Background: an optimization exercise with open tools, aiming at small area, a short achievable clock period and few clock cycles per item. Do not read the settings as production practice. At most, simulation tests tie the RTL to the original design; equivalence was not proved.

## build 89
==> flow/design.v (excerpt) <==
module xts_lane (
  input  wire         clk,
  input  wire         rst,
  input  wire         cmd_valid,
  output wire         cmd_ready,
  input  wire [255:0] cmd_key1,    
  input  wire [255:0] cmd_key2,    
  input  wire [127:0] cmd_tweak,   
  input  wire [7:0]   cmd_nblk,    
  input  wire         in_valid,
  output wire         in_ready,
  input  wire [127:0] in_data,
  output wire         out_valid,
  input  wire         out_ready,
  output wire [127:0] out_data
);
export LEC_CHECK = 0
export ABC_CLOCK_PERIOD_IN_PS = 3500
export CAP_MARGIN = 20
export CORE_MARGIN = 2
export CORE_UTILIZATION = 55
export PLACE_DENSITY = 0.7
export SETUP_SLACK_MARGIN = 5.0
export SLEW_MARGIN = 20
create_clock -name core_clock -period 8.5 [get_ports {clk}]
run.sh (not shown) runs the stock make flow with config.mk's settings and CLKGATE_MAP_FILE= SYNTH_SCRIPT=/design/flow/synth_recipe.tcl, a recipe that flattens the netlist after the stock synthesis.
Build 89 had finished all stages when the layout checks came back failing, citing max-capacitance violations.
The following lists how build 51 was set up differently from build 89:
Settings: ABC_CLOCK_PERIOD_IN_PS: 3500 -> 4000; SETUP_SLACK_MARGIN: 5.0 -> 4.5; PLACE_DENSITY: 0.7 -> 0.65; CORE_UTILIZATION: 55 -> 50.
### Flow results
On setup slack of the critical path after layout, build 89 loses to build 51. xor3_2 as the standard cell with the maximum stage delay on the critical path was reported by build 51, and edfxtp_1 by build 89. Taking build 89 as the reference, in build 51 overall via count from detail_route lost 7258. Build 51 finished all stages; the layout is clean.
Input-level comparison between build 50 and build 51:
Settings: setting ABC_AREA to 1 for the first time; removing ABC_CLOCK_PERIOD_IN_PS (formerly 4000).
==> results.txt <==
Build 50 was carried through to the last stage, and its layout satisfied the timing, DRC and antenna checks.
[compare] base=build 51 new=build 50: detailed router's first-iteration violation count shows an increase of 6.9%; starting utilization of the core area closely matched the old numbers; portion of the post-synthesis area used by sequential elements saw little to no change.
Length in cells of the worst reg-to-reg path (lower): build 50
Diff build 51 -> build 50: layout clock buffer count climbed 24, synthesis-to-layout area growth dropped 4.8 points.
Share of post-route cells with drive strength above 1 down 4.2 points in build 50 wrt build 51
Comparing build 51 with build 50, the adder and majority cell fraction of the synthesized area came out essentially unchanged.
A worst setup path endpoint of ko[122] is what build 51 shows, while a1[123] belongs to build 50.
Compared to build 51, build 50 reaches a higher achievable clock.
Function was not checked in any run of this note: the RTL went through the layout flow alone.

---

Another version of the RTL of xts_lane (not shown whole).
Size in the first run: about 60000 cells after synthesis, about 7400 flip-flops, roughly 0.59 mm² of cells after synthesis.
==> flow/design.v (excerpt) <==
module xts_lane (
  input  wire         clk,
  input  wire         rst,
  input  wire         cmd_valid,
  output wire         cmd_ready,
  input  wire [255:0] cmd_key1,    
  input  wire [255:0] cmd_key2,    
  input  wire [127:0] cmd_tweak,   
  input  wire [7:0]   cmd_nblk,    
  input  wire         in_valid,
  output wire         in_ready,
  input  wire [127:0] in_data,
  output wire         out_valid,
  input  wire         out_ready,
  output wire [127:0] out_data
);
export LEC_CHECK = 0
export ABC_CLOCK_PERIOD_IN_PS = 4000
export CAP_MARGIN = 20
export CORE_MARGIN = 2
export CORE_UTILIZATION = 50
export CTS_CLUSTER_DIAMETER = 90
export CTS_CLUSTER_SIZE = 18
export PLACE_DENSITY = 0.65
export SETUP_SLACK_MARGIN = 4.5
export SLEW_MARGIN = 20
create_clock -name core_clock -period 8.5 [get_ports {clk}]
standard.sh (not shown) runs the stock make flow with config.mk's settings and CLKGATE_MAP_FILE= SYNTH_SCRIPT=/design/flow/synth_recipe.tcl, a recipe that flattens the netlist after the stock synthesis.
==> flow/flow/run.sh <==
#!/bin/bash
# The standard layout (standard.sh), with two changes to how it is made:
# small plain buffers on the ports instead of the delay buffers buffer_ports
# picks by itself, and antenna repair after detailed routing as well.
set -e
export BUFFER_PORTS_ARGS="-buffer_cell sky130_fd_sc_hd__buf_2"
export MAX_REPAIR_ANTENNAS_ITER_DRT=15
bash standard.sh > standard.log 2>&1
Testbench counts at the start, summed over its fixed seeds: cycles 10,434, blocks 9,216.
Rerun with:
- CTS_CLUSTER_DIAMETER: 90 -> 110
- CTS_CLUSTER_SIZE: 18 -> 22
The changed run finished with timing, DRC and antenna clean.
Global-route usage hardly moves.
Synthesized area is unchanged.

## separate check: timing with driven ports
No port has a modelled driver above. Below, the same layouts with a new extraction and two added sets of constraints. Step 1 sets driving cells, clkbuf_16 on the clock port and buf_2 on the other inputs (assumed; they add their load-dependent delay and slew). Step 2, shift: input delay + t, output delay - t, t = (earliest + latest rising clock arrival at the registers) / 2. This alone moves slack from input paths to output paths. a / b / c = ideal / step 1 / step 2; a / b = the first two.
run | shift t [ns] | setup slack, ns | clock arrival spread, ns | worst data-port slew with drivers (ns)
build 89 | 0.982 | 4.231 / 4.231 / 4.154 | 0.062 / 0.062 | 0.13
build 51 | 1.012 | 4.306 / 4.306 / 3.653 | 0.062 / 0.062 | 0.38
build 50 | 1.005 | 4.416 / 4.416 / 3.865 | 0.049 / 0.048 | 0.15
the first run of note 2 | 1.355 | 4.139 / 3.955 / 3.593 | 0.129 / 0.129 | 0.85
the second run of note 2 | 1.376 | 4.207 / 4.018 / 3.524 | 0.184 / 0.184 | 0.77
The setup slack of the second run of note 2, which loses most, moves by -0.189 ns with the drivers and by -0.683 ns with both steps.
